Background: an optimization exercise with open tools, aiming at small area, a short achievable clock period and few clock cycles per item. Do not read the settings as production practice. Only simulation tests tie the RTL to the original design; equivalence was not proved.

==> flow/design.v, too long to show whole: its modules and the start of the top module <==
// module tile_secded_dec: 365 lines
// module tile_xor2: 7 lines
// module tile_verify: 155 lines
// module tile_crc_beat: 3134 lines
module tile_verify (
    input  wire         clk,
    input  wire         rst,           
    input  wire         in_valid,
    output reg          in_ready,
    input  wire [287:0] in_data,       
    input  wire [15:0]  in_tile,       
    input  wire [7:0]   in_owner,      
    input  wire [71:0]  in_side,       
    output reg          res_valid,
    output reg          res_pass,
    output reg  [2:0]   res_cause,     
    output reg  [5:0]   res_ce,        
    output reg          out_valid,
    output wire [255:0] out_data
);
  // ...
==> flow/flow/run.sh <==
#!/bin/bash
# The standard layout, with the port buffers made of buf_2 cells instead of the
# delay buffers buffer_ports picks by itself. ORFS's step logs stay in orfs/logs/.
set -euo pipefail
bash standard.sh "BUFFER_PORTS_ARGS=-buffer_cell sky130_fd_sc_hd__buf_2" finish > standard.log 2>&1
==> flow/standard.sh <==
#!/bin/bash
# synth_recipe.tcl (not shown) runs the flow's synth.tcl, then flattens the netlist and writes it again
# the make line also repeats each setting of config.mk as NAME=value (left out here)
make -C /OpenROAD-flow-scripts/flow DESIGN_CONFIG=/design/flow/config.mk WORK_HOME=/design/flow/orfs CLKGATE_MAP_FILE= SYNTH_SCRIPT=/design/flow/synth_recipe.tcl "${@:-finish}"
==> flow/config.mk <==
export PLATFORM = sky130hd
export DESIGN_NAME = tile_verify
export DESIGN_NICKNAME = tile_verify
export VERILOG_FILES = /design/flow/design.v
export SDC_FILE = /design/flow/constraint.sdc
export NUM_CORES = 4
export LEC_CHECK = 0
export CAP_MARGIN = 20
export CORE_MARGIN = 2
export CORE_UTILIZATION = 40
export CTS_CLUSTER_DIAMETER = 100
export CTS_CLUSTER_SIZE = 28
export SLEW_MARGIN = 20
export SYNTH_HIERARCHICAL = 1
==> flow/constraint.sdc <==
create_clock -name core_clock -period 50.0 [get_ports {clk}]
set_input_delay 10.0000 -clock core_clock [delete_from_list [all_inputs] [get_ports {clk}]]
set_output_delay 10.0000 -clock core_clock [all_outputs]
set_load 0.01 [all_outputs]
==> summary.txt, run 1 <==
Fillers = 18730
Worst Clk Skew = 0.07387 ns
Initial core utilization = 40.13%
Share of cells above drive strength 1 = 20.58%
Register area = 0.05162 mm^2
Post-Route M1 WL = 141.6 mm
GRT busiest layer = met2
RSZ-0062 raised after global routing = no
GRT overflow = 0
Placed Cells = 9726
CP Data Arrival Time = 1.40 ns
# IOs = 656
Outcome = timing/DRC/antenna clean
Commonest non-fill, non-tap cell in the layout = dfxtp_1
Die height = 459.3 um
Clock Path Buffers = 3
Max_cap viols = 0
ANT cells = 6
DR WL met2 = 135.5 mm
Clk_buf instances = 121
WP data required = 40.00 ns
Routed Antenna Nets = 0
Routing usage on met3 = 4.843%
Levels on crit path = 1
Crit Path Class = reg2out
Design Area, Final = 0.09458 mm^2
CTS hold repair buffers = 0
Final nets = 7533
Fin util = 45.77%
Commonest non-fill, non-tap cells in the layout = 2417 x dfxtp_1, 2320 x xor2_1, 655 x buf_2
Testbench counts, summed over its fixed seeds: cycles 4,161, tiles 512.
==> module tile_secded_dec, before the edit <==
module tile_secded_dec (
    input  wire [71:0] cw,
    output wire [63:0] data,
    output wire        ce,      
    output wire        ue       
);
    wire [6:0] syn;
    wire       par;
    wire t0;
    tile_xor2 x_t0 (.a(cw[25]), .b(cw[56]), .y(t0));
    wire t1;
    tile_xor2 x_t1 (.a(cw[10]), .b(cw[40]), .y(t1));
    wire t2;
    tile_xor2 x_t2 (.a(cw[17]), .b(cw[48]), .y(t2));
    wire t3;
    tile_xor2 x_t3 (.a(cw[21]), .b(cw[52]), .y(t3));
    wire t4;
    tile_xor2 x_t4 (.a(cw[23]), .b(cw[54]), .y(t4));
    wire t5;
    tile_xor2 x_t5 (.a(cw[24]), .b(cw[55]), .y(t5));
    wire t6;
    tile_xor2 x_t6 (.a(t0), .b(t1), .y(t6));
    wire t7;
    tile_xor2 x_t7 (.a(cw[3]), .b(cw[32]), .y(t7));
    wire t8;
    tile_xor2 x_t8 (.a(cw[6]), .b(cw[36]), .y(t8));
    wire t9;
    tile_xor2 x_t9 (.a(cw[8]), .b(cw[38]), .y(t9));
    wire t10;
    tile_xor2 x_t10 (.a(cw[9]), .b(cw[39]), .y(t10));
    wire t11;
    tile_xor2 x_t11 (.a(cw[13]), .b(cw[44]), .y(t11));
    wire t12;
    tile_xor2 x_t12 (.a(cw[15]), .b(cw[46]), .y(t12));
    wire t13;
    tile_xor2 x_t13 (.a(cw[16]), .b(cw[47]), .y(t13));
    wire t14;
    tile_xor2 x_t14 (.a(cw[19]), .b(cw[50]), .y(t14));
    wire t15;
    tile_xor2 x_t15 (.a(cw[20]), .b(cw[51]), .y(t15));
    wire t16;
    tile_xor2 x_t16 (.a(cw[22]), .b(cw[53]), .y(t16));
    wire t17;
    tile_xor2 x_t17 (.a(cw[59]), .b(cw[63]), .y(t17));
    wire t18;
    tile_xor2 x_t18 (.a(t2), .b(t3), .y(t18));
    wire t19;
    tile_xor2 x_t19 (.a(t4), .b(t5), .y(t19));
    wire t20;
    tile_xor2 x_t20 (.a(t6), .b(t7), .y(t20));
    wire t21;
    tile_xor2 x_t21 (.a(t11), .b(t18), .y(t21));
    wire t22;
    tile_xor2 x_t22 (.a(t16), .b(t19), .y(t22));
    wire t23;
    tile_xor2 x_t23 (.a(cw[0]), .b(cw[28]), .y(t23));
    wire t24;
    tile_xor2 x_t24 (.a(cw[1]), .b(cw[30]), .y(t24));
    wire t25;
    tile_xor2 x_t25 (.a(cw[2]), .b(cw[31]), .y(t25));
    wire t26;
    tile_xor2 x_t26 (.a(cw[4]), .b(cw[34]), .y(t26));
    wire t27;
    tile_xor2 x_t27 (.a(cw[5]), .b(cw[35]), .y(t27));
    wire t28;
    tile_xor2 x_t28 (.a(cw[7]), .b(cw[37]), .y(t28));
    wire t29;
    tile_xor2 x_t29 (.a(cw[11]), .b(cw[42]), .y(t29));
    wire t30;
    tile_xor2 x_t30 (.a(cw[12]), .b(cw[43]), .y(t30));
    wire t31;
    tile_xor2 x_t31 (.a(cw[14]), .b(cw[45]), .y(t31));
    wire t32;
    tile_xor2 x_t32 (.a(cw[18]), .b(cw[49]), .y(t32));
    wire t33;
    tile_xor2 x_t33 (.a(cw[57]), .b(cw[61]), .y(t33));
    wire t34;
    tile_xor2 x_t34 (.a(cw[58]), .b(cw[62]), .y(t34));
    wire t35;
    tile_xor2 x_t35 (.a(t8), .b(t9), .y(t35));
    wire t36;
    tile_xor2 x_t36 (.a(t10), .b(t13), .y(t36));
    wire t37;
    tile_xor2 x_t37 (.a(t12), .b(t14), .y(t37));
    wire t38;
    tile_xor2 x_t38 (.a(t15), .b(t21), .y(t38));
    wire t39;
    tile_xor2 x_t39 (.a(t17), .b(t20), .y(t39));
    wire t40;
    tile_xor2 x_t40 (.a(t22), .b(t28), .y(t40));
    wire t41;
    tile_xor2 x_t41 (.a(t23), .b(t39), .y(t41));
    wire t42;
    tile_xor2 x_t42 (.a(t25), .b(t36), .y(t42));
    wire t43;
    tile_xor2 x_t43 (.a(t26), .b(t35), .y(t43));
    wire t44;
    tile_xor2 x_t44 (.a(t29), .b(t37), .y(t44));
    wire t45;
    tile_xor2 x_t45 (.a(t30), .b(t38), .y(t45));
    wire t46;
    tile_xor2 x_t46 (.a(cw[26]), .b(cw[27]), .y(t46));
    wire t47;
    tile_xor2 x_t47 (.a(cw[29]), .b(cw[33]), .y(t47));
    wire t48;
    tile_xor2 x_t48 (.a(cw[41]), .b(cw[68]), .y(t48));
    wire t49;
    tile_xor2 x_t49 (.a(cw[60]), .b(cw[66]), .y(t49));
    wire t50;
    tile_xor2 x_t50 (.a(cw[64]), .b(t24), .y(t50));
    wire t51;
    tile_xor2 x_t51 (.a(cw[65]), .b(t27), .y(t51));
    wire t52;
    tile_xor2 x_t52 (.a(cw[67]), .b(t32), .y(t52));
    wire t53;
    tile_xor2 x_t53 (.a(cw[69]), .b(t46), .y(t53));
    wire t54;
    tile_xor2 x_t54 (.a(cw[70]), .b(t33), .y(t54));
    wire t55;
    tile_xor2 x_t55 (.a(t31), .b(t40), .y(t55));
    wire t56;
    tile_xor2 x_t56 (.a(t34), .b(t41), .y(t56));
    wire t57;
    tile_xor2 x_t57 (.a(t42), .b(t45), .y(t57));
    wire t58;
    tile_xor2 x_t58 (.a(t43), .b(t44), .y(t58));
    wire t59;
    tile_xor2 x_t59 (.a(t47), .b(t53), .y(t59));
    wire t60;
    tile_xor2 x_t60 (.a(t49), .b(t55), .y(t60));
    wire t61;
    tile_xor2 x_t61 (.a(t50), .b(t58), .y(t61));
    wire t62;
    tile_xor2 x_t62 (.a(t51), .b(t56), .y(t62));
    wire t63;
    tile_xor2 x_t63 (.a(t57), .b(t62), .y(t63));
    wire u0_4;
    tile_xor2 x_u0_4 (.a(cw[26]), .b(t33), .y(u0_4));
    wire u0_3;
    tile_xor2 x_u0_3 (.a(t4), .b(u0_4), .y(u0_3));
    wire u0_2;
    tile_xor2 x_u0_2 (.a(t21), .b(u0_3), .y(u0_2));
    wire u0_1;
    tile_xor2 x_u0_1 (.a(u0_2), .b(t41), .y(u0_1));
    wire u0_0;
    tile_xor2 x_u0_0 (.a(t61), .b(u0_1), .y(u0_0));
    assign syn[0] = u0_0;
    wire u1_2;
    tile_xor2 x_u1_2 (.a(cw[27]), .b(t5), .y(u1_2));
    wire u1_1;
    tile_xor2 x_u1_1 (.a(t8), .b(u1_2), .y(u1_1));
    wire u1_0;
    tile_xor2 x_u1_0 (.a(u1_1), .b(t63), .y(u1_0));
    assign syn[1] = u1_0;
    wire u2_9;
    tile_xor2 x_u2_9 (.a(cw[29]), .b(cw[61]), .y(u2_9));
    wire u2_8;
    tile_xor2 x_u2_8 (.a(cw[62]), .b(cw[63]), .y(u2_8));
    wire u2_7;
    tile_xor2 x_u2_7 (.a(t12), .b(t2), .y(u2_7));
    wire u2_6;
    tile_xor2 x_u2_6 (.a(t24), .b(t9), .y(u2_6));
    wire u2_5;
    tile_xor2 x_u2_5 (.a(u2_8), .b(u2_9), .y(u2_5));
    wire u2_4;
    tile_xor2 x_u2_4 (.a(u2_5), .b(u2_6), .y(u2_4));
    wire u2_3;
    tile_xor2 x_u2_3 (.a(u2_7), .b(t20), .y(u2_3));
    wire u2_2;
    tile_xor2 x_u2_2 (.a(t42), .b(u2_4), .y(u2_2));
    wire u2_1;
    tile_xor2 x_u2_1 (.a(u2_2), .b(u2_3), .y(u2_1));
    wire u2_0;
    tile_xor2 x_u2_0 (.a(u2_1), .b(t60), .y(u2_0));
    assign syn[2] = u2_0;
    wire u3_8;
    tile_xor2 x_u3_8 (.a(cw[33]), .b(t10), .y(u3_8));
    wire u3_7;
    tile_xor2 x_u3_7 (.a(t14), .b(t15), .y(u3_7));
    wire u3_6;
    tile_xor2 x_u3_6 (.a(t27), .b(t3), .y(u3_6));
    wire u3_5;
    tile_xor2 x_u3_5 (.a(t52), .b(t6), .y(u3_5));
    wire u3_4;
    tile_xor2 x_u3_4 (.a(u3_6), .b(u3_7), .y(u3_4));
    wire u3_3;
    tile_xor2 x_u3_3 (.a(u3_8), .b(t43), .y(u3_3));
    wire u3_2;
    tile_xor2 x_u3_2 (.a(u3_4), .b(u3_5), .y(u3_2));
    wire u3_1;
    tile_xor2 x_u3_1 (.a(t40), .b(u3_2), .y(u3_1));
    wire u3_0;
    tile_xor2 x_u3_0 (.a(u3_3), .b(u3_1), .y(u3_0));
    assign syn[3] = u3_0;
    wire u4_6;
    tile_xor2 x_u4_6 (.a(t0), .b(t13), .y(u4_6));
    wire u4_5;
    tile_xor2 x_u4_5 (.a(t31), .b(t32), .y(u4_5));
    wire u4_4;
    tile_xor2 x_u4_4 (.a(t48), .b(u4_5), .y(u4_4));
    wire u4_3;
    tile_xor2 x_u4_3 (.a(u4_6), .b(t22), .y(u4_3));
    wire u4_2;
    tile_xor2 x_u4_2 (.a(t44), .b(u4_4), .y(u4_2));
    wire u4_1;
    tile_xor2 x_u4_1 (.a(u4_2), .b(u4_3), .y(u4_1));
    wire u4_0;
    tile_xor2 x_u4_0 (.a(t45), .b(u4_1), .y(u4_0));
    assign syn[4] = u4_0;
    wire u5_26;
    tile_xor2 x_u5_26 (.a(cw[28]), .b(cw[30]), .y(u5_26));
    wire u5_25;
    tile_xor2 x_u5_25 (.a(cw[31]), .b(cw[32]), .y(u5_25));
    wire u5_24;
    tile_xor2 x_u5_24 (.a(cw[34]), .b(cw[35]), .y(u5_24));
    wire u5_23;
    tile_xor2 x_u5_23 (.a(cw[36]), .b(cw[37]), .y(u5_23));
    wire u5_22;
    tile_xor2 x_u5_22 (.a(cw[38]), .b(cw[39]), .y(u5_22));
    wire u5_21;
    tile_xor2 x_u5_21 (.a(cw[40]), .b(cw[41]), .y(u5_21));
    wire u5_20;
    tile_xor2 x_u5_20 (.a(cw[42]), .b(cw[43]), .y(u5_20));
    wire u5_19;
    tile_xor2 x_u5_19 (.a(cw[44]), .b(cw[45]), .y(u5_19));
    wire u5_18;
    tile_xor2 x_u5_18 (.a(cw[46]), .b(cw[47]), .y(u5_18));
    wire u5_17;
    tile_xor2 x_u5_17 (.a(cw[48]), .b(cw[49]), .y(u5_17));
    wire u5_16;
    tile_xor2 x_u5_16 (.a(cw[50]), .b(cw[51]), .y(u5_16));
    wire u5_15;
    tile_xor2 x_u5_15 (.a(cw[52]), .b(cw[53]), .y(u5_15));
    wire u5_14;
    tile_xor2 x_u5_14 (.a(cw[54]), .b(cw[55]), .y(u5_14));
    wire u5_13;
    tile_xor2 x_u5_13 (.a(cw[56]), .b(u5_14), .y(u5_13));
    wire u5_12;
    tile_xor2 x_u5_12 (.a(u5_15), .b(u5_16), .y(u5_12));
    wire u5_11;
    tile_xor2 x_u5_11 (.a(u5_17), .b(u5_18), .y(u5_11));
    wire u5_10;
    tile_xor2 x_u5_10 (.a(u5_19), .b(u5_20), .y(u5_10));
    wire u5_9;
    tile_xor2 x_u5_9 (.a(u5_21), .b(u5_22), .y(u5_9));
    wire u5_8;
    tile_xor2 x_u5_8 (.a(u5_23), .b(u5_24), .y(u5_8));
    wire u5_7;
    tile_xor2 x_u5_7 (.a(u5_25), .b(u5_26), .y(u5_7));
    wire u5_6;
    tile_xor2 x_u5_6 (.a(u5_10), .b(u5_11), .y(u5_6));
    wire u5_5;
    tile_xor2 x_u5_5 (.a(u5_12), .b(u5_13), .y(u5_5));
    wire u5_4;
    tile_xor2 x_u5_4 (.a(u5_7), .b(u5_8), .y(u5_4));
    wire u5_3;
    tile_xor2 x_u5_3 (.a(u5_9), .b(t59), .y(u5_3));
    wire u5_2;
    tile_xor2 x_u5_2 (.a(u5_4), .b(u5_5), .y(u5_2));
    wire u5_1;
    tile_xor2 x_u5_1 (.a(u5_6), .b(u5_2), .y(u5_1));
    wire u5_0;
    tile_xor2 x_u5_0 (.a(u5_3), .b(u5_1), .y(u5_0));
    assign syn[5] = u5_0;
    wire u6_2;
    tile_xor2 x_u6_2 (.a(cw[60]), .b(t17), .y(u6_2));
    wire u6_1;
    tile_xor2 x_u6_1 (.a(t34), .b(t54), .y(u6_1));
    wire u6_0;
    tile_xor2 x_u6_0 (.a(u6_2), .b(u6_1), .y(u6_0));
    assign syn[6] = u6_0;
    wire u7_6;
    tile_xor2 x_u7_6 (.a(cw[71]), .b(t48), .y(u7_6));
    wire u7_5;
    tile_xor2 x_u7_5 (.a(t52), .b(t54), .y(u7_5));
    wire u7_4;
    tile_xor2 x_u7_4 (.a(u7_6), .b(t59), .y(u7_4));
    wire u7_3;
    tile_xor2 x_u7_3 (.a(u7_5), .b(u7_4), .y(u7_3));
    wire u7_2;
    tile_xor2 x_u7_2 (.a(t61), .b(u7_3), .y(u7_2));
    wire u7_1;
    tile_xor2 x_u7_1 (.a(t60), .b(u7_2), .y(u7_1));
    wire u7_0;
    tile_xor2 x_u7_0 (.a(u7_1), .b(t63), .y(u7_0));
    assign par = u7_0;
    wire big = syn[6] & (syn[5] | syn[4] | syn[3]);
    assign ce = par & ~big;
    assign ue = par ? big : (syn != 7'd0);
    wire [7:0] lo;
    wire [8:0] hi;
    genvar i;
    generate
        for (i = 0; i < 8; i = i + 1) begin : g_lo
            assign lo[i] = (syn[2:0] == i);
        end
        for (i = 0; i < 9; i = i + 1) begin : g_hi
            assign hi[i] = par & (syn[6:3] == i);
        end
    endgenerate
    assign data[0] = cw[0] ^ (lo[3] & hi[0]);
    assign data[1] = cw[1] ^ (lo[5] & hi[0]);
    assign data[2] = cw[2] ^ (lo[6] & hi[0]);
    assign data[3] = cw[3] ^ (lo[7] & hi[0]);
    assign data[4] = cw[4] ^ (lo[1] & hi[1]);
    assign data[5] = cw[5] ^ (lo[2] & hi[1]);
    assign data[6] = cw[6] ^ (lo[3] & hi[1]);
    assign data[7] = cw[7] ^ (lo[4] & hi[1]);
    assign data[8] = cw[8] ^ (lo[5] & hi[1]);
    assign data[9] = cw[9] ^ (lo[6] & hi[1]);
    assign data[10] = cw[10] ^ (lo[7] & hi[1]);
    assign data[11] = cw[11] ^ (lo[1] & hi[2]);
    assign data[12] = cw[12] ^ (lo[2] & hi[2]);
    assign data[13] = cw[13] ^ (lo[3] & hi[2]);
    assign data[14] = cw[14] ^ (lo[4] & hi[2]);
    assign data[15] = cw[15] ^ (lo[5] & hi[2]);
    assign data[16] = cw[16] ^ (lo[6] & hi[2]);
    assign data[17] = cw[17] ^ (lo[7] & hi[2]);
    assign data[18] = cw[18] ^ (lo[0] & hi[3]);
    assign data[19] = cw[19] ^ (lo[1] & hi[3]);
    assign data[20] = cw[20] ^ (lo[2] & hi[3]);
    assign data[21] = cw[21] ^ (lo[3] & hi[3]);
    assign data[22] = cw[22] ^ (lo[4] & hi[3]);
    assign data[23] = cw[23] ^ (lo[5] & hi[3]);
    assign data[24] = cw[24] ^ (lo[6] & hi[3]);
    assign data[25] = cw[25] ^ (lo[7] & hi[3]);
    assign data[26] = cw[26] ^ (lo[1] & hi[4]);
    assign data[27] = cw[27] ^ (lo[2] & hi[4]);
    assign data[28] = cw[28] ^ (lo[3] & hi[4]);
    assign data[29] = cw[29] ^ (lo[4] & hi[4]);
    assign data[30] = cw[30] ^ (lo[5] & hi[4]);
    assign data[31] = cw[31] ^ (lo[6] & hi[4]);
    assign data[32] = cw[32] ^ (lo[7] & hi[4]);
    assign data[33] = cw[33] ^ (lo[0] & hi[5]);
    assign data[34] = cw[34] ^ (lo[1] & hi[5]);
    assign data[35] = cw[35] ^ (lo[2] & hi[5]);
    assign data[36] = cw[36] ^ (lo[3] & hi[5]);
    assign data[37] = cw[37] ^ (lo[4] & hi[5]);
    assign data[38] = cw[38] ^ (lo[5] & hi[5]);
    assign data[39] = cw[39] ^ (lo[6] & hi[5]);
    assign data[40] = cw[40] ^ (lo[7] & hi[5]);
    assign data[41] = cw[41] ^ (lo[0] & hi[6]);
    assign data[42] = cw[42] ^ (lo[1] & hi[6]);
    assign data[43] = cw[43] ^ (lo[2] & hi[6]);
    assign data[44] = cw[44] ^ (lo[3] & hi[6]);
    assign data[45] = cw[45] ^ (lo[4] & hi[6]);
    assign data[46] = cw[46] ^ (lo[5] & hi[6]);
    assign data[47] = cw[47] ^ (lo[6] & hi[6]);
    assign data[48] = cw[48] ^ (lo[7] & hi[6]);
    assign data[49] = cw[49] ^ (lo[0] & hi[7]);
    assign data[50] = cw[50] ^ (lo[1] & hi[7]);
    assign data[51] = cw[51] ^ (lo[2] & hi[7]);
    assign data[52] = cw[52] ^ (lo[3] & hi[7]);
    assign data[53] = cw[53] ^ (lo[4] & hi[7]);
    assign data[54] = cw[54] ^ (lo[5] & hi[7]);
    assign data[55] = cw[55] ^ (lo[6] & hi[7]);
    assign data[56] = cw[56] ^ (lo[7] & hi[7]);
    assign data[57] = cw[57] ^ (lo[1] & hi[8]);
    assign data[58] = cw[58] ^ (lo[2] & hi[8]);
    assign data[59] = cw[59] ^ (lo[3] & hi[8]);
    assign data[60] = cw[60] ^ (lo[4] & hi[8]);
    assign data[61] = cw[61] ^ (lo[5] & hi[8]);
    assign data[62] = cw[62] ^ (lo[6] & hi[8]);
    assign data[63] = cw[63] ^ (lo[7] & hi[8]);
endmodule
==> module tile_verify, before the edit <==
module tile_verify (
    input  wire         clk,
    input  wire         rst,           
    input  wire         in_valid,
    output reg          in_ready,
    input  wire [287:0] in_data,       
    input  wire [15:0]  in_tile,       
    input  wire [7:0]   in_owner,      
    input  wire [71:0]  in_side,       
    output reg          res_valid,
    output reg          res_pass,
    output reg  [2:0]   res_cause,     
    output reg  [5:0]   res_ce,        
    output reg          out_valid,
    output wire [255:0] out_data
);
    localparam [31:0] CRC32C_POLY = 32'h82F6_3B78;    
    localparam [2:0] C_NONE = 3'd0, C_CRC = 3'd1, C_UNSEALED = 3'd2,
                     C_OWNER = 3'd3, C_ECC = 3'd4;
    reg  [287:0] in_q;
    reg  [71:0]  side_in;
    reg          v_in;            
    reg  [2:0]   ph;              
    reg  [2:0]   last;            
    wire accept = in_valid && in_ready && !rst;
    wire [2:0] nacc = (v_in ? ph : last) + 3'd1;
    wire       idle = (ph == 3'd7) && !v_in && (nacc == 3'd0) && !accept;
    always @(posedge clk) begin
        in_q     <= in_data;
        side_in  <= in_side;
    end
    reg  [15:0]  tile_q;
    reg  [7:0]   owner_q;
    always @(posedge clk) begin
        if (accept && nacc == 3'd0) begin
            tile_q  <= in_tile;
            owner_q <= in_owner;
        end
    end
    always @(posedge clk) begin
        if (rst) begin
            v_in     <= 1'b0;
            ph       <= 3'd7;
            last     <= 3'd7;
            in_ready <= 1'b1;
        end else begin
            v_in     <= accept;
            if (!idle) ph <= ph + 3'd1;
            if (v_in) last <= ph;
            in_ready <= accept || idle || (nacc == ph + 3'd2);
        end
    end
    wire [255:0] beat_data;
    wire [3:0]   beat_ce, beat_ue;
    genvar g;
    generate
        for (g = 0; g < 4; g = g + 1) begin : g_dec
            tile_secded_dec u_dec (
                .cw   (in_q[72*g +: 72]),
                .data (beat_data[64*g +: 64]),
                .ce   (beat_ce[g]),
                .ue   (beat_ue[g])
            );
        end
    endgenerate
    wire [63:0] side_word;
    wire        side_ce, side_ue;
    tile_secded_dec u_side (
        .cw   (side_in),
        .data (side_word),
        .ce   (side_ce),
        .ue   (side_ue)
    );
    reg [255:0] ring [0:7];
    integer r;
    always @(posedge clk) begin
        ring[0] <= v_in ? beat_data : ring[7];
        for (r = 1; r < 8; r = r + 1)
            ring[r] <= ring[r-1];
    end
    assign out_data = ring[7];
    reg [31:0]   crc;             
    wire [31:0] crc_start = (ph == 3'd0) ? 32'hFFFF_FFFF : crc;
    wire [31:0] crc_next;
    tile_crc_beat u_crc (.c(crc_start), .d(beat_data), .o(crc_next));
    reg          data_ue;
    reg [5:0]    ce_cnt;
    reg          side_sealed;
    reg          owner_ok;
    reg [31:0]   crc_want;        
    wire first = (ph == 3'd0);
    wire [2:0] beat_ce_cnt = {2'b00, beat_ce[0]} + {2'b00, beat_ce[1]}
                           + {2'b00, beat_ce[2]} + {2'b00, beat_ce[3]};
    wire       ue_now   = (first ? 1'b0 : data_ue) | (|beat_ue);
    wire [5:0] ce_now   = (first ? {5'd0, side_ce} : ce_cnt) + {3'b000, beat_ce_cnt};
    function [31:0] crc_unstep(input [31:0] c_in, input b);
        reg [31:0] t;
        begin
            t = c_in[31] ? (c_in ^ CRC32C_POLY) : c_in;
            crc_unstep = {t[30:0], c_in[31] ^ b};
        end
    endfunction
    wire [23:0] msg = {owner_q, tile_q};
    reg  [3:0]  msg4;
    always @* begin
        case (ph)
            3'd1:    msg4 = msg[23:20];
            3'd2:    msg4 = msg[19:16];
            3'd3:    msg4 = msg[15:12];
            3'd4:    msg4 = msg[11:8];
            3'd5:    msg4 = msg[7:4];
            default: msg4 = msg[3:0];
        endcase
    end
    wire [31:0] want_back = crc_unstep(crc_unstep(crc_unstep(crc_unstep(
                                crc_want, msg4[3]), msg4[2]), msg4[1]), msg4[0]);
    always @(posedge clk) begin
        if (v_in) begin
            crc     <= crc_next;
            data_ue <= ue_now;
            ce_cnt  <= ce_now;
            if (first) begin
                side_sealed <= side_ue ? 1'b0 : side_word[40];
                owner_ok    <= (side_ue ? 8'h00 : side_word[39:32]) == owner_q;
                crc_want    <= ~(side_ue ? 32'd0 : side_word[31:0]);
            end else if (ph != 3'd7) begin
                crc_want    <= want_back;
            end
        end
    end
    reg [2:0] cause;
    always @* begin
        if (ue_now)                     cause = C_ECC;
        else if (!side_sealed)          cause = C_UNSEALED;
        else if (!owner_ok)             cause = C_OWNER;
        else if (crc_next != crc_want)  cause = C_CRC;
        else                            cause = C_NONE;
    end
    wire last_beat = v_in && (ph == 3'd7);
    always @(posedge clk) begin
        if (rst) begin
            res_valid <= 1'b0;
            out_valid <= 1'b0;
        end else begin
            res_valid <= last_beat;
            if (ph == 3'd7)
                out_valid <= last_beat && (cause == C_NONE);
        end
        if (last_beat) begin
            res_pass  <= (cause == C_NONE);
            res_cause <= cause;
            res_ce    <= ce_now;
        end
    end
endmodule
==> run 2, diff against run 1 <==
--- a/flow/design.v
+++ b/flow/design.v
@@ -144,5 +144,3 @@
     tile_xor2 x_u0_1 (.a(u0_2), .b(t41), .y(u0_1));
-    wire u0_0;
-    tile_xor2 x_u0_0 (.a(t61), .b(u0_1), .y(u0_0));
-    assign syn[0] = u0_0;
+    tile_xor2 x_u0_0 (.a(t61), .b(u0_1), .y(syn[0]));
     wire u1_2;
@@ -151,5 +149,3 @@
     tile_xor2 x_u1_1 (.a(t8), .b(u1_2), .y(u1_1));
-    wire u1_0;
-    tile_xor2 x_u1_0 (.a(u1_1), .b(t63), .y(u1_0));
-    assign syn[1] = u1_0;
+    tile_xor2 x_u1_0 (.a(u1_1), .b(t63), .y(syn[1]));
     wire u2_9;
@@ -172,5 +168,3 @@
     tile_xor2 x_u2_1 (.a(u2_2), .b(u2_3), .y(u2_1));
-    wire u2_0;
-    tile_xor2 x_u2_0 (.a(u2_1), .b(t60), .y(u2_0));
-    assign syn[2] = u2_0;
+    tile_xor2 x_u2_0 (.a(u2_1), .b(t60), .y(syn[2]));
     wire u3_8;
@@ -191,5 +185,3 @@
     tile_xor2 x_u3_1 (.a(t40), .b(u3_2), .y(u3_1));
-    wire u3_0;
-    tile_xor2 x_u3_0 (.a(u3_3), .b(u3_1), .y(u3_0));
-    assign syn[3] = u3_0;
+    tile_xor2 x_u3_0 (.a(u3_3), .b(u3_1), .y(syn[3]));
     wire u4_6;
@@ -206,5 +198,3 @@
     tile_xor2 x_u4_1 (.a(u4_2), .b(u4_3), .y(u4_1));
-    wire u4_0;
-    tile_xor2 x_u4_0 (.a(t45), .b(u4_1), .y(u4_0));
-    assign syn[4] = u4_0;
+    tile_xor2 x_u4_0 (.a(t45), .b(u4_1), .y(syn[4]));
     wire u5_26;
@@ -261,5 +251,3 @@
     tile_xor2 x_u5_1 (.a(u5_6), .b(u5_2), .y(u5_1));
-    wire u5_0;
-    tile_xor2 x_u5_0 (.a(u5_3), .b(u5_1), .y(u5_0));
-    assign syn[5] = u5_0;
+    tile_xor2 x_u5_0 (.a(u5_3), .b(u5_1), .y(syn[5]));
     wire u6_2;
@@ -268,5 +256,3 @@
     tile_xor2 x_u6_1 (.a(t34), .b(t54), .y(u6_1));
-    wire u6_0;
-    tile_xor2 x_u6_0 (.a(u6_2), .b(u6_1), .y(u6_0));
-    assign syn[6] = u6_0;
+    tile_xor2 x_u6_0 (.a(u6_2), .b(u6_1), .y(syn[6]));
     wire u7_6;
@@ -283,5 +269,3 @@
     tile_xor2 x_u7_1 (.a(t60), .b(u7_2), .y(u7_1));
-    wire u7_0;
-    tile_xor2 x_u7_0 (.a(u7_1), .b(t63), .y(u7_0));
-    assign par = u7_0;
+    tile_xor2 x_u7_0 (.a(u7_1), .b(t63), .y(par));
     wire big = syn[6] & (syn[5] | syn[4] | syn[3]);
@@ -372,2 +356,11 @@
 endmodule
+module tile_ao22 (
+    input  wire a,
+    input  wire b,
+    input  wire c,
+    input  wire d,
+    output wire y
+);
+    assign y = (a & b) | (c & d);
+endmodule
 module tile_verify (
@@ -447,4 +440,13 @@
     integer r;
+    wire         keep_n = !v_in;
+    wire [255:0] ring_in;
+    genvar m;
+    generate
+        for (m = 0; m < 256; m = m + 1) begin : g_in
+            tile_ao22 u_in (.a(v_in), .b(beat_data[m]), .c(keep_n), .d(ring[7][m]),
+                            .y(ring_in[m]));
+        end
+    endgenerate
     always @(posedge clk) begin
-        ring[0] <= v_in ? beat_data : ring[7];
+        ring[0] <= ring_in;
         for (r = 1; r < 8; r = r + 1)
@@ -520,7 +522,5 @@
         end
-        if (last_beat) begin
-            res_pass  <= (cause == C_NONE);
-            res_cause <= cause;
-            res_ce    <= ce_now;
-        end
+        res_pass  <= (cause == C_NONE);
+        res_cause <= cause;
+        res_ce    <= ce_now;
     end
@@ -2004,5 +2004,3 @@
     tile_xor2 x_u0_1 (.a(u0_4), .b(u0_5), .y(u0_1));
-    wire u0_0;
-    tile_xor2 x_u0_0 (.a(u0_1), .b(u0_2), .y(u0_0));
-    assign o[0] = u0_0;
+    tile_xor2 x_u0_0 (.a(u0_1), .b(u0_2), .y(o[0]));
     wire u1_28;
@@ -2063,5 +2061,3 @@
     tile_xor2 x_u1_1 (.a(u1_4), .b(u1_5), .y(u1_1));
-    wire u1_0;
-    tile_xor2 x_u1_0 (.a(u1_1), .b(u1_2), .y(u1_0));
-    assign o[1] = u1_0;
+    tile_xor2 x_u1_0 (.a(u1_1), .b(u1_2), .y(o[1]));
     wire u2_29;
@@ -2124,5 +2120,3 @@
     tile_xor2 x_u2_1 (.a(u2_2), .b(u2_3), .y(u2_1));
-    wire u2_0;
-    tile_xor2 x_u2_0 (.a(u2_4), .b(u2_1), .y(u2_0));
-    assign o[2] = u2_0;
+    tile_xor2 x_u2_0 (.a(u2_4), .b(u2_1), .y(o[2]));
     wire u3_24;
@@ -2175,5 +2169,3 @@
     tile_xor2 x_u3_1 (.a(u3_2), .b(u3_3), .y(u3_1));
-    wire u3_0;
-    tile_xor2 x_u3_0 (.a(u3_4), .b(u3_1), .y(u3_0));
-    assign o[3] = u3_0;
+    tile_xor2 x_u3_0 (.a(u3_4), .b(u3_1), .y(o[3]));
     wire u4_28;
@@ -2234,5 +2226,3 @@
     tile_xor2 x_u4_1 (.a(u4_3), .b(u4_4), .y(u4_1));
-    wire u4_0;
-    tile_xor2 x_u4_0 (.a(u4_1), .b(u4_2), .y(u4_0));
-    assign o[4] = u4_0;
+    tile_xor2 x_u4_0 (.a(u4_1), .b(u4_2), .y(o[4]));
     wire u5_26;
@@ -2289,5 +2279,3 @@
     tile_xor2 x_u5_1 (.a(u5_2), .b(u5_3), .y(u5_1));
-    wire u5_0;
-    tile_xor2 x_u5_0 (.a(u5_4), .b(u5_1), .y(u5_0));
-    assign o[5] = u5_0;
+    tile_xor2 x_u5_0 (.a(u5_4), .b(u5_1), .y(o[5]));
     wire u6_25;
@@ -2342,5 +2330,3 @@
     tile_xor2 x_u6_1 (.a(u6_2), .b(u6_3), .y(u6_1));
-    wire u6_0;
-    tile_xor2 x_u6_0 (.a(u6_4), .b(u6_1), .y(u6_0));
-    assign o[6] = u6_0;
+    tile_xor2 x_u6_0 (.a(u6_4), .b(u6_1), .y(o[6]));
     wire u7_24;
@@ -2393,5 +2379,3 @@
     tile_xor2 x_u7_1 (.a(u7_4), .b(u7_5), .y(u7_1));
-    wire u7_0;
-    tile_xor2 x_u7_0 (.a(u7_1), .b(u7_2), .y(u7_0));
-    assign o[7] = u7_0;
+    tile_xor2 x_u7_0 (.a(u7_1), .b(u7_2), .y(o[7]));
     wire u8_23;
@@ -2442,5 +2426,3 @@
     tile_xor2 x_u8_1 (.a(u8_2), .b(u8_3), .y(u8_1));
-    wire u8_0;
-    tile_xor2 x_u8_0 (.a(u8_4), .b(u8_1), .y(u8_0));
-    assign o[8] = u8_0;
+    tile_xor2 x_u8_0 (.a(u8_4), .b(u8_1), .y(o[8]));
     wire u9_22;
@@ -2489,5 +2471,3 @@
     tile_xor2 x_u9_1 (.a(u9_2), .b(u9_3), .y(u9_1));
-    wire u9_0;
-    tile_xor2 x_u9_0 (.a(u9_4), .b(u9_1), .y(u9_0));
-    assign o[9] = u9_0;
+    tile_xor2 x_u9_0 (.a(u9_4), .b(u9_1), .y(o[9]));
     wire u10_23;
@@ -2538,5 +2518,3 @@
     tile_xor2 x_u10_1 (.a(u10_7), .b(u10_2), .y(u10_1));
-    wire u10_0;
-    tile_xor2 x_u10_0 (.a(u10_3), .b(u10_1), .y(u10_0));
-    assign o[10] = u10_0;
+    tile_xor2 x_u10_0 (.a(u10_3), .b(u10_1), .y(o[10]));
     wire u11_22;
@@ -2585,5 +2563,3 @@
     tile_xor2 x_u11_1 (.a(u11_6), .b(u11_2), .y(u11_1));
-    wire u11_0;
-    tile_xor2 x_u11_0 (.a(u11_3), .b(u11_1), .y(u11_0));
-    assign o[11] = u11_0;
+    tile_xor2 x_u11_0 (.a(u11_3), .b(u11_1), .y(o[11]));
     wire u12_24;
@@ -2636,5 +2612,3 @@
     tile_xor2 x_u12_1 (.a(u12_3), .b(u12_4), .y(u12_1));
-    wire u12_0;
-    tile_xor2 x_u12_0 (.a(u12_1), .b(u12_2), .y(u12_0));
-    assign o[12] = u12_0;
+    tile_xor2 x_u12_0 (.a(u12_1), .b(u12_2), .y(o[12]));
     wire u13_26;
@@ -2691,5 +2665,3 @@
     tile_xor2 x_u13_1 (.a(u13_7), .b(u13_2), .y(u13_1));
-    wire u13_0;
-    tile_xor2 x_u13_0 (.a(u13_3), .b(u13_1), .y(u13_0));
-    assign o[13] = u13_0;
+    tile_xor2 x_u13_0 (.a(u13_3), .b(u13_1), .y(o[13]));
     wire u14_26;
@@ -2746,5 +2718,3 @@
     tile_xor2 x_u14_1 (.a(u14_2), .b(u14_3), .y(u14_1));
-    wire u14_0;
-    tile_xor2 x_u14_0 (.a(u14_4), .b(u14_1), .y(u14_0));
-    assign o[14] = u14_0;
+    tile_xor2 x_u14_0 (.a(u14_4), .b(u14_1), .y(o[14]));
     wire u15_27;
@@ -2803,5 +2773,3 @@
     tile_xor2 x_u15_1 (.a(u15_3), .b(u15_4), .y(u15_1));
-    wire u15_0;
-    tile_xor2 x_u15_0 (.a(u15_1), .b(u15_2), .y(u15_0));
-    assign o[15] = u15_0;
+    tile_xor2 x_u15_0 (.a(u15_1), .b(u15_2), .y(o[15]));
     wire u16_23;
@@ -2852,5 +2820,3 @@
     tile_xor2 x_u16_1 (.a(u16_2), .b(u16_3), .y(u16_1));
-    wire u16_0;
-    tile_xor2 x_u16_0 (.a(u16_4), .b(u16_1), .y(u16_0));
-    assign o[16] = u16_0;
+    tile_xor2 x_u16_0 (.a(u16_4), .b(u16_1), .y(o[16]));
     wire u17_30;
@@ -2915,5 +2881,3 @@
     tile_xor2 x_u17_1 (.a(u17_3), .b(u17_4), .y(u17_1));
-    wire u17_0;
-    tile_xor2 x_u17_0 (.a(u17_1), .b(u17_2), .y(u17_0));
-    assign o[17] = u17_0;
+    tile_xor2 x_u17_0 (.a(u17_1), .b(u17_2), .y(o[17]));
     wire u18_22;
@@ -2962,5 +2926,3 @@
     tile_xor2 x_u18_1 (.a(u18_2), .b(u18_3), .y(u18_1));
-    wire u18_0;
-    tile_xor2 x_u18_0 (.a(u18_4), .b(u18_1), .y(u18_0));
-    assign o[18] = u18_0;
+    tile_xor2 x_u18_0 (.a(u18_4), .b(u18_1), .y(o[18]));
     wire u19_24;
@@ -3013,5 +2975,3 @@
     tile_xor2 x_u19_1 (.a(u19_7), .b(u19_2), .y(u19_1));
-    wire u19_0;
-    tile_xor2 x_u19_0 (.a(u19_3), .b(u19_1), .y(u19_0));
-    assign o[19] = u19_0;
+    tile_xor2 x_u19_0 (.a(u19_3), .b(u19_1), .y(o[19]));
     wire u20_26;
@@ -3068,5 +3028,3 @@
     tile_xor2 x_u20_1 (.a(u20_3), .b(u20_4), .y(u20_1));
-    wire u20_0;
-    tile_xor2 x_u20_0 (.a(u20_1), .b(u20_2), .y(u20_0));
-    assign o[20] = u20_0;
+    tile_xor2 x_u20_0 (.a(u20_1), .b(u20_2), .y(o[20]));
     wire u21_24;
@@ -3119,5 +3077,3 @@
     tile_xor2 x_u21_1 (.a(u21_7), .b(u21_2), .y(u21_1));
-    wire u21_0;
-    tile_xor2 x_u21_0 (.a(u21_3), .b(u21_1), .y(u21_0));
-    assign o[21] = u21_0;
+    tile_xor2 x_u21_0 (.a(u21_3), .b(u21_1), .y(o[21]));
     wire u22_30;
@@ -3182,5 +3138,3 @@
     tile_xor2 x_u22_1 (.a(u22_7), .b(u22_2), .y(u22_1));
-    wire u22_0;
-    tile_xor2 x_u22_0 (.a(u22_3), .b(u22_1), .y(u22_0));
-    assign o[22] = u22_0;
+    tile_xor2 x_u22_0 (.a(u22_3), .b(u22_1), .y(o[22]));
     wire u23_24;
@@ -3233,5 +3187,3 @@
     tile_xor2 x_u23_1 (.a(t692), .b(u23_2), .y(u23_1));
-    wire u23_0;
-    tile_xor2 x_u23_0 (.a(u23_3), .b(u23_1), .y(u23_0));
-    assign o[23] = u23_0;
+    tile_xor2 x_u23_0 (.a(u23_3), .b(u23_1), .y(o[23]));
     wire u24_25;
@@ -3286,5 +3238,3 @@
     tile_xor2 x_u24_1 (.a(u24_5), .b(u24_6), .y(u24_1));
-    wire u24_0;
-    tile_xor2 x_u24_0 (.a(u24_1), .b(u24_2), .y(u24_0));
-    assign o[24] = u24_0;
+    tile_xor2 x_u24_0 (.a(u24_1), .b(u24_2), .y(o[24]));
     wire u25_25;
@@ -3339,5 +3289,3 @@
     tile_xor2 x_u25_1 (.a(u25_2), .b(u25_3), .y(u25_1));
-    wire u25_0;
-    tile_xor2 x_u25_0 (.a(u25_4), .b(u25_1), .y(u25_0));
-    assign o[25] = u25_0;
+    tile_xor2 x_u25_0 (.a(u25_4), .b(u25_1), .y(o[25]));
     wire u26_26;
@@ -3394,5 +3342,3 @@
     tile_xor2 x_u26_1 (.a(u26_6), .b(u26_2), .y(u26_1));
-    wire u26_0;
-    tile_xor2 x_u26_0 (.a(u26_3), .b(u26_1), .y(u26_0));
-    assign o[26] = u26_0;
+    tile_xor2 x_u26_0 (.a(u26_3), .b(u26_1), .y(o[26]));
     wire u27_21;
@@ -3439,5 +3385,3 @@
     tile_xor2 x_u27_1 (.a(u27_3), .b(u27_4), .y(u27_1));
-    wire u27_0;
-    tile_xor2 x_u27_0 (.a(u27_1), .b(u27_2), .y(u27_0));
-    assign o[27] = u27_0;
+    tile_xor2 x_u27_0 (.a(u27_1), .b(u27_2), .y(o[27]));
     wire u28_20;
@@ -3482,5 +3426,3 @@
     tile_xor2 x_u28_1 (.a(u28_4), .b(t689), .y(u28_1));
-    wire u28_0;
-    tile_xor2 x_u28_0 (.a(u28_2), .b(u28_1), .y(u28_0));
-    assign o[28] = u28_0;
+    tile_xor2 x_u28_0 (.a(u28_2), .b(u28_1), .y(o[28]));
     wire u29_25;
@@ -3535,5 +3477,3 @@
     tile_xor2 x_u29_1 (.a(u29_4), .b(t689), .y(u29_1));
-    wire u29_0;
-    tile_xor2 x_u29_0 (.a(u29_2), .b(u29_1), .y(u29_0));
-    assign o[29] = u29_0;
+    tile_xor2 x_u29_0 (.a(u29_2), .b(u29_1), .y(o[29]));
     wire u30_31;
@@ -3600,5 +3540,3 @@
     tile_xor2 x_u30_1 (.a(u30_2), .b(u30_3), .y(u30_1));
-    wire u30_0;
-    tile_xor2 x_u30_0 (.a(u30_4), .b(u30_1), .y(u30_0));
-    assign o[30] = u30_0;
+    tile_xor2 x_u30_0 (.a(u30_4), .b(u30_1), .y(o[30]));
     wire u31_27;
@@ -3657,5 +3595,3 @@
     tile_xor2 x_u31_1 (.a(u31_2), .b(u31_3), .y(u31_1));
-    wire u31_0;
-    tile_xor2 x_u31_0 (.a(u31_4), .b(u31_1), .y(u31_0));
-    assign o[31] = u31_0;
+    tile_xor2 x_u31_0 (.a(u31_4), .b(u31_1), .y(o[31]));
 endmodule
--- a/flow/config.mk
+++ b/flow/config.mk
@@ -12,2 +12,3 @@
 export CTS_CLUSTER_SIZE = 28
+export PLACE_DENSITY = 0.75
 export SLEW_MARGIN = 20
==> run 2 against run 1 <==
  * Final area is 0.79% lower
  * Fmax fell by 0.64%
  * Cell count is 0.29% lower
  * Largest cell class unchanged
==> summary.txt, run 2 <==
CTS tree = done (unchanged)
Worst R2R End = res_cause[0] (unchanged)
CTS hold repair buffers = 0 (unchanged)
Fin. max-slew vios = 0 (unchanged)
Clock Latency Late Sink = 0.85 ns (was 0.82 ns)
Core outline area = 0.2027 mm^2 (was 0.2067 mm^2)
Worst Clk Skew = 0.09496 ns (was 0.07387 ns)
Fillers = 18180 (was 18730)
Max reg flops = 2048 (unchanged)
Commonest non-fill, non-tap cells in the layout = 2427 x dfxtp_1, 2317 x xor2_1, 655 x buf_2 (was 2417 x dfxtp_1, 2320 x xor2_1, 655 x buf_2)
Final Non-Filler Cells = 9847 (was 9876)
Startpoint class of the critical path = flop (unchanged)
RSZ-0062 raised after global routing = no (unchanged)
HPWL after DPL = 254.8 mm (was 258.0 mm)
Vias per cell = 4.859 (was 4.637)
Slew headroom = 17.27% (was 11.77%)
# IOs = 656 (unchanged)
Root Driver = clkbuf_16 (unchanged)
Slowest Stage Delay on Critical Path = 0.47 ns (was 0.44 ns)
Max Fclk = 87.13 MHz (was 87.69 MHz)
Cell Area, Synth = 0.08176 mm^2 (was 0.08292 mm^2)
# setup viols final = 0 (unchanged)
Reg2Reg Depth = 26 (was 28)
Outcome = timing/DRC/antenna clean (unchanged)
Buffers on Ports = 655 (unchanged)
R2r setup slk = 39.45 ns (was 39.72 ns)
Fin crit share = 22.96% (was 22.81%)
GPL Wtd Cong = 1.087 (was 1.050)
Drt first pass iters = 5 (unchanged)
CP endpoint kind = output port (unchanged)
Clk slew on worst S/H paths = 0.10 ns (about the same)
Post-Syn Nets = 6571 (was 6635)
Clock Path Buffers = 3 (unchanged)
Cell Rows = 165 (was 167)
Clock buffer count from CTS = 108 (unchanged)
Routed Antenna Nets = 0 (unchanged)
GRT overflow = 0 (unchanged)
DRC violations left = 0 (unchanged)
Top reg by flops = ring (unchanged)
Drt initial violations = 4515 (was 3346)
Die height = 456.1 um (was 459.3 um)
Vias = 47840 (was 45800)
Hold Path Stages = 0 (unchanged)
Crit Path Class = reg2out (unchanged)
Final Hold Viols = 0 (unchanged)
Placed Cells = 9697 (was 9726)
Number of setup buffers added after CTS = 0 (unchanged)
Yosys warning count = 9 (was 8)
Initial core utilization = 40.33% (was 40.13%)
Total GRT Usage = 28.82% (was 28.53%)
CP delay by family, top = flip-flops (unchanged)
Area Overhead vs Synth = 14.77% (was 14.06%)
Syn Area/Cell = 13.25 um^2 (was 13.30 um^2)
Antenna violations before repair = 30 (unchanged)
DR WL/cell = 31.39 um (was 31.22 um)
Worst path cell trace = buf_2 (unchanged)
CTS HTree Levels = 3 (unchanged)
First-pass GRT wire length = 407.2 mm (was 401.5 mm)
Number of global-route vias before repair = 47570 (was 45300)
Largest net degree at the start of global routing = 98 (was 63)
Share of cells above drive strength 1 = 17.12% (was 20.58%)
Buf+Inv Stages, Crit Path = 1 (unchanged)
Crit path time final = 11.48 ns (was 11.40 ns)
Mapped Cells = 6172 (was 6236)
Final nets = 7534 (was 7533)
Worst slew pin tran = 1.237 ns (was 1.319 ns)
Max_cap viols = 0 (unchanged)
PostCTS Resize Cnt = 0 (unchanged)
CP max stage cell = dfxtp_1 (unchanged)
WP data required = 40.00 ns (about the same)
CP Data Arrival Time = 1.48 ns (was 1.40 ns)
Hold endpoint = ring[2][25] (was ring[2][172])
Die width = 456.1 um (was 459.3 um)
HP Class = reg2reg (unchanged)
Setup_tns = 0 ns (unchanged)
Final WL = 309.1 mm (was 308.3 mm)
CTS Sinks = 2525 (unchanged)
Commonest non-fill, non-tap cell in the layout = dfxtp_1 (unchanged)
Hold Crit Start = ring[1][25] (was ring[1][172])
Die area = 0.2080 mm^2 (was 0.2110 mm^2)
Top flop regs = ring: 2048 flops, in_q: 288 flops, side_in: 72 flops (unchanged)
CP Max Fanout = 2 (unchanged)
Worst R2R Start = in_q[97] (was in_q[200])
## run 2: worst max path at each step
stage	from	endpoint	slack [ns]	depth (start not counted)
floorplan	v_in	crc_want[0]	34.61	2
global placement	rst	owner_q[0]	38.46	3
detailed placement	rst	owner_q[0]	38.42	3
CTS	ring[7][106]	out_data[106]	38.48	1
global route	ring[7][106]	out_data[106]	38.49	1
finish	ring[7][106]	out_data[106]	38.52	1
## run 2: per-stage QoR
stage,instance area (um^2),hold slack [ns],util (%),setup WS (ns)
detailed placement,90580,0.3121,44.68,38.42
global route,93830,0.2864,46.28,38.49
finish,93840,0.2800,46.29,38.52
floorplan,81760,0.3096,-,34.61
CTS,93790,0.2787,46.26,38.48
global placement,90540,0.3095,44.66,38.46
## run 2: cell type report
type | instances | area, um^2 | share of cell area (%)
sequential | 2525 | 51520 | 54.91
multi-input combinational | 3547 | 30270 | 32.26
timing repair buffer | 937 | 5395 | 5.749
tap | 2672 | 3343 | 3.563
clock buffer | 114 | 2746 | 2.927
clock inverter | 23 | 462.9 | 0.4933
inverter | 16 | 67.56 | 0.07200
antenna | 13 | 32.53 | 0.03467
## run 2: metal layers
layer / up-vias / global-route usage [%] / share of wire, %
met5: - / 0 / 0.018
met1: 23680 / 38.78 / 44
met2: 1935 / 45.89 / 45
li1: 21720 / - / -
met3: 499 / 4.619 / 6.0
met4: 8 / 12.35 / 4.9
Testbench counts of run 2, summed over its fixed seeds: cycles 4,161, tiles 512.
==> run 3, diff against run 2 <==
--- a/flow/config.mk
+++ b/flow/config.mk
@@ -12,3 +12,2 @@
 export CTS_CLUSTER_SIZE = 28
-export PLACE_DENSITY = 0.75
 export SLEW_MARGIN = 20
==> run 3 against run 2 <==
  * Sequential cell count is the same
  * Via count shrank 1.8%
  * Non-clock buffer count increased by 3
  * Utilization barely moved
  * Register-to-register slack better by 0.03 ns
  * Critical path type unchanged
  * Area after synthesis did not move
  * Still clean on timing, DRC and antenna
  * Sequential share of layout area barely moved
  * Critical path depth unchanged
  * Largest cell class unchanged
==> summary.txt, run 3 <==
Total GRT Usage = 29.04% (was 28.82%)
Antenna violations before repair = 32 (was 30)
Max Fclk = 87.39 MHz (was 87.13 MHz)
CTS tree = done (unchanged)
Die height = 456.1 um (unchanged)
Top flop regs = ring: 2048 flops, in_q: 288 flops, side_in: 72 flops (unchanged)
Area Overhead vs Synth = 14.77% (about the same)
Root Driver = clkbuf_16 (unchanged)
Buffers on Ports = 655 (unchanged)
Design Area, Final = 0.09384 mm^2 (about the same)
Initial core utilization = 40.33% (unchanged)
Clock buffer count from CTS = 107 (was 108)
Register area = 0.05152 mm^2 (unchanged)
Commonest non-fill, non-tap cell in the layout = dfxtp_1 (unchanged)
Share of cells above drive strength 1 = 17.03% (was 17.12%)
GRT overflow = 0 (unchanged)
Multi-input gate area = 0.03022 mm^2 (was 0.03027 mm^2)
Top reg by flops = ring (unchanged)
HPWL after DPL = 257.4 mm (was 254.8 mm)
Hold WS = 0.2873 ns (was 0.2800 ns)
Syn Area/Cell = 13.25 um^2 (unchanged)
Clock Path Buffers = 3 (unchanged)
Slew headroom = 16.18% (was 17.27%)
Yosys warning count = 9 (unchanged)
CP Data Arrival Time = 1.44 ns (was 1.48 ns)
Clk slew on worst S/H paths = 0.10 ns (about the same)
CP endpoint kind = output port (unchanged)
PostCTS Resize Cnt = 0 (unchanged)
Dpl cell area = 0.09056 mm^2 (was 0.09058 mm^2)
Final Non-Filler Cells = 9851 (was 9847)
Max_cap viols = 0 (unchanged)
Cell Rows = 165 (unchanged)
Largest net degree at the start of global routing = 80 (was 98)
CTS Sinks = 2525 (unchanged)
Outcome = timing/DRC/antenna clean (unchanged)
CP delay by family, top = flip-flops (unchanged)
Final Hold Viols = 0 (unchanged)
Fin crit share = 22.88% (was 22.96%)
Final WL = 309.9 mm (was 309.1 mm)
Vias per cell = 4.768 (was 4.859)
First-pass GRT wire length = 408.3 mm (was 407.2 mm)
Slowest Stage Delay on Critical Path = 0.43 ns (was 0.47 ns)
Max reg flops = 2048 (unchanged)
CTS hold repair buffers = 0 (unchanged)
Setup_tns = 0 ns (unchanged)
Core outline area = 0.2027 mm^2 (unchanged)
Commonest non-fill, non-tap cells in the layout = 2427 x dfxtp_1, 2311 x xor2_1, 655 x buf_2 (was 2427 x dfxtp_1, 2317 x xor2_1, 655 x buf_2)
Drt first pass iters = 5 (unchanged)
GPL Wtd Cong = 1.044 (was 1.087)
Clock Latency Late Sink = 0.84 ns (was 0.85 ns)
Startpoint class of the critical path = flop (unchanged)
Number of global-route vias before repair = 46730 (was 47570)
Worst Clk Skew = 0.06810 ns (was 0.09496 ns)
Vias = 46970 (was 47840)
WP data required = 40.00 ns (about the same)
# setup viols final = 0 (unchanged)
Placed Cells = 9700 (was 9697)
CP max stage cell = dfxtp_1 (unchanged)
CTS HTree Levels = 3 (unchanged)
# IOs = 656 (unchanged)
Number of setup buffers added after CTS = 0 (unchanged)
DR WL/cell = 31.46 um (was 31.39 um)
Drt initial violations = 4024 (was 4515)
Final nets = 7536 (was 7534)
Post-Syn Nets = 6571 (unchanged)
Fillers = 18480 (was 18180)
CP Max Fanout = 2 (unchanged)
DRC violations left = 0 (unchanged)
Routed Antenna Nets = 0 (unchanged)
Crit path time final = 11.44 ns (was 11.48 ns)
Cell Area, Synth = 0.08176 mm^2 (unchanged)
Worst path cell trace = buf_2 (unchanged)
Fin. max-slew vios = 0 (unchanged)
Buf+Inv Stages, Crit Path = 1 (unchanged)
HP Class = reg2reg (unchanged)
Mapped Cells = 6172 (unchanged)
Die width = 456.1 um (unchanged)
Crit Path Class = reg2out (unchanged)
Worst slew pin tran = 1.253 ns (was 1.237 ns)
Die area = 0.2080 mm^2 (unchanged)
RSZ-0062 raised after global routing = no (unchanged)
[run 3: per-stage QoR]
stage               setup slack [ns]  util, %
finish                         38.56    46.29
global route                   38.51    46.28
CTS                            38.50    46.26
detailed placement             38.37    44.67
global placement               38.51    44.65
floorplan                      34.61        -
[run 3: final cells by class]
| class | instances | area share, % |
|---|---|---|
| Inverter | 16 | 0.07200 |
| Tap cell | 2672 | 3.563 |
| Antenna cell | 15 | 0.04000 |
| Clock inverter | 21 | 0.5173 |
| Multi-Input combinational cell | 3547 | 32.20 |
| Clock buffer | 115 | 2.929 |
| Sequential cell | 2525 | 54.90 |
| Timing Repair Buffer | 940 | 5.773 |
[run 3: worst paths after layout]
| path | startpoint | to | slack, ns | cells past startpoint |
|---|---|---|---|---|
| worst max-delay path | ring[7][216] | out_data[216] | 38.56 | 1 |
| worst min-delay path | ring[0][124] | ring[1][124] | 0.29 | 0 |
| worst max register to register | in_q[56] | res_cause[0] | 39.48 | 29 |
| worst min register to register | ring[0][124] | ring[1][124] | 0.29 | 0 |
[run 3: routing by layer]
metal	part of all wire, %	track usage [%]	wire [um]
met5	0.040	0	125
met4	3.8	9.900	11910
met3	6.0	5.786	18630
met2	45	45.67	138300
met1	45	39.79	141000
==> run 4, diff against run 3 <==
--- a/flow/config.mk
+++ b/flow/config.mk
@@ -7,3 +7,3 @@
 export LEC_CHECK = 0
-export CAP_MARGIN = 20
+export CAP_MARGIN = 5
 export CORE_MARGIN = 2
@@ -12,3 +12,3 @@
 export CTS_CLUSTER_SIZE = 28
-export SLEW_MARGIN = 20
+export SLEW_MARGIN = 5
 export SYNTH_HIERARCHICAL = 1
==> run 4 against run 3 <==
  * Register-to-register slack gained 0.02 ns
  * Still clean
  * Critical path depth did not move
  * Clock skew is 0.0024 ns higher
  * Highest routed layer unchanged
  * Sequential cell count is the same
  * Sequential share of layout area about the same
  * Synthesized cell count unchanged
  * Utilization is essentially flat
  * Critical path type unchanged
==> summary.txt, run 4 <==
GPL Wtd Cong = 1.044 (unchanged)
Area Overhead vs Synth = 14.72% (was 14.77%)
Dpl cell area = 0.09052 mm^2 (was 0.09056 mm^2)
Fillers = 18450 (was 18480)
CP Max Fanout = 2 (unchanged)
Worst Clk Skew = 0.07051 ns (was 0.06810 ns)
Fin util = 46.27% (was 46.29%)
Slew headroom = 11.65% (was 16.18%)
GRT overflow = 0 (unchanged)
Max_cap viols = 0 (unchanged)
RSZ-0062 raised after global routing = no (unchanged)
Root Driver = clkbuf_16 (unchanged)
Core outline area = 0.2027 mm^2 (unchanged)
Vias per cell = 4.773 (was 4.768)
Number of setup buffers added after CTS = 0 (unchanged)
Outcome = timing/DRC/antenna clean (unchanged)
Vias = 47030 (was 46970)
Cell Rows = 165 (unchanged)
DRC violations left = 0 (unchanged)
Number of global-route vias before repair = 46500 (was 46730)
# setup viols final = 0 (unchanged)
Fin crit share = 22.86% (was 22.88%)
Commonest non-fill, non-tap cell in the layout = dfxtp_1 (unchanged)
Max Fclk = 87.50 MHz (was 87.39 MHz)
Post-Syn Nets = 6571 (unchanged)
Clock Path Buffers = 3 (unchanged)
First-pass GRT wire length = 407.6 mm (was 408.3 mm)
Crit path time final = 11.43 ns (was 11.44 ns)
Worst slew pin tran = 1.321 ns (was 1.253 ns)
Clk slew on worst S/H paths = 0.10 ns (about the same)
CP Data Arrival Time = 1.43 ns (was 1.44 ns)
DR top layer = met5 (unchanged)
Die width = 456.1 um (unchanged)
Commonest non-fill, non-tap cells in the layout = 2427 x dfxtp_1, 2317 x xor2_1, 655 x buf_2 (was 2427 x dfxtp_1, 2311 x xor2_1, 655 x buf_2)
PostCTS Resize Cnt = 0 (unchanged)
Routed Antenna Nets = 0 (unchanged)
Initial core utilization = 40.33% (unchanged)
DR WL/cell = 31.46 um (about the same)
HP Class = reg2reg (unchanged)
Slowest Stage Delay on Critical Path = 0.42 ns (was 0.43 ns)
CTS tree = done (unchanged)
HPWL after DPL = 257.2 mm (was 257.4 mm)
Design Area, Final = 0.09380 mm^2 (was 0.09384 mm^2)
Top flop regs = ring: 2048 flops, in_q: 288 flops, side_in: 72 flops (unchanged)
Syn Area/Cell = 13.25 um^2 (unchanged)
CTS hold repair buffers = 0 (unchanged)
Drt initial violations = 4314 (was 4024)
CTS Sinks = 2525 (unchanged)
Crit Path Class = reg2out (unchanged)
Die area = 0.2080 mm^2 (unchanged)
CP max stage cell = dfxtp_1 (unchanged)
Largest net degree at the start of global routing = 80 (unchanged)
Cell Area, Synth = 0.08176 mm^2 (unchanged)
Yosys warning count = 9 (unchanged)
Hold WS = 0.2717 ns (was 0.2873 ns)
# IOs = 656 (unchanged)
CP endpoint kind = output port (unchanged)
Final WL = 310.0 mm (was 309.9 mm)
Antenna violations before repair = 32 (unchanged)
Buf+Inv Stages, Crit Path = 1 (unchanged)
CTS HTree Levels = 3 (unchanged)
Startpoint class of the critical path = flop (unchanged)
Die height = 456.1 um (unchanged)
Total GRT Usage = 28.99% (was 29.04%)
Final nets = 7536 (unchanged)
Drt first pass iters = 5 (unchanged)
Mapped Cells = 6172 (unchanged)
Clock buffer count from CTS = 107 (unchanged)
WP data required = 40.00 ns (about the same)
Max reg flops = 2048 (unchanged)
Final Hold Viols = 0 (unchanged)
CP delay by family, top = flip-flops (unchanged)
Post-Route M1 WL = 142.2 mm (was 141.0 mm)
Metal3 WL = 17.46 mm (was 18.63 mm)
Setup_tns = 0 ns (unchanged)
Fin. max-slew vios = 0 (unchanged)
Top reg by flops = ring (unchanged)
Clock Latency Late Sink = 0.84 ns (about the same)
DR WL met2 = 137.7 mm (was 138.3 mm)
Worst path cell trace = buf_2 (unchanged)
Share of cells above drive strength 1 = 16.94% (was 17.03%)
Buffers on Ports = 655 (unchanged)
run 4: changes by cell type in the layout (fill, tap and decap cells not counted), sizes merged:
cell / previous run / this run
diode: 15 / 17
inv: 24 / 25
run 4: routing by layer:
metal	track usage, %	vias to the layer above
li1	-	21750
met3	5.141	379
met1	40.18	23390
met5	0.5970	-
met4	10.32	32
met2	45.30	1490
run 4: stage by stage:
stage | cells | setup WS (ns)
floorplan | 6172 | 34.61
global placement | 9700 | 38.51
detailed placement | 9700 | 38.37
CTS | 9837 | 38.52
global route | 9844 | 38.51
finish | 9854 | 38.57
run 4: area by class of cell:
type | count | area [um^2] | share of cell area (%)
Timing Repair Buffer | 940 | 5418 | 5.776
Tap cell | 2672 | 3343 | 3.564
Antenna cell | 17 | 42.54 | 0.04536
Inverter | 16 | 67.56 | 0.07203
Sequential cell | 2525 | 51520 | 54.93
Clock inverter | 22 | 488.0 | 0.5202
Multi-Input combinational cell | 3547 | 30170 | 32.17
Clock buffer | 115 | 2739 | 2.920
run 4: final timing paths:
kind / start / to / slack, ns / depth (start not counted)
worst max register to register: in_q[128] / res_cause[0] / 39.50 / 27
worst min-delay path: ring[1][78] / ring[2][78] / 0.27 / 0
worst max-delay path: ring[7][219] / out_data[219] / 38.57 / 1
worst min register to register: ring[1][78] / ring[2][78] / 0.27 / 0

[what the ideal ports hide]
The results above use ideal ports. As a check the final layouts listed here were re-extracted and re-timed, cells and wires unchanged. Step 1, drivers: a clkbuf_16 drives clk and a buf_2 each remaining input, both assumed. Step 2 times the ports against the registers' clock, not the clock port: input delays grow and output delays shrink by t, the midpoint of the rising clock arrivals with the driver on. Slacks: ideal / step 1 / step 2; pairs: ideal / step 1.
| run | shift t [ns] | setup WS [ns] | slew at the worst register clock pin (ns) |
|---|---|---|---|
| run 1 | 0.871 | 38.596 / 38.499 / 38.464 | 0.11 / 0.11 |
| run 2 | 0.890 | 38.522 / 38.430 / 38.429 | 0.11 / 0.11 |
| run 3 | 0.897 | 38.558 / 38.463 / 38.372 | 0.11 / 0.11 |
| run 4 | 0.887 | 38.572 / 38.478 / 38.374 | 0.11 / 0.11 |
After both steps setup and hold are still met in every run listed. The setup slack of run 4, which loses most, moves by -0.094 ns with the drivers and by -0.198 ns with both steps.
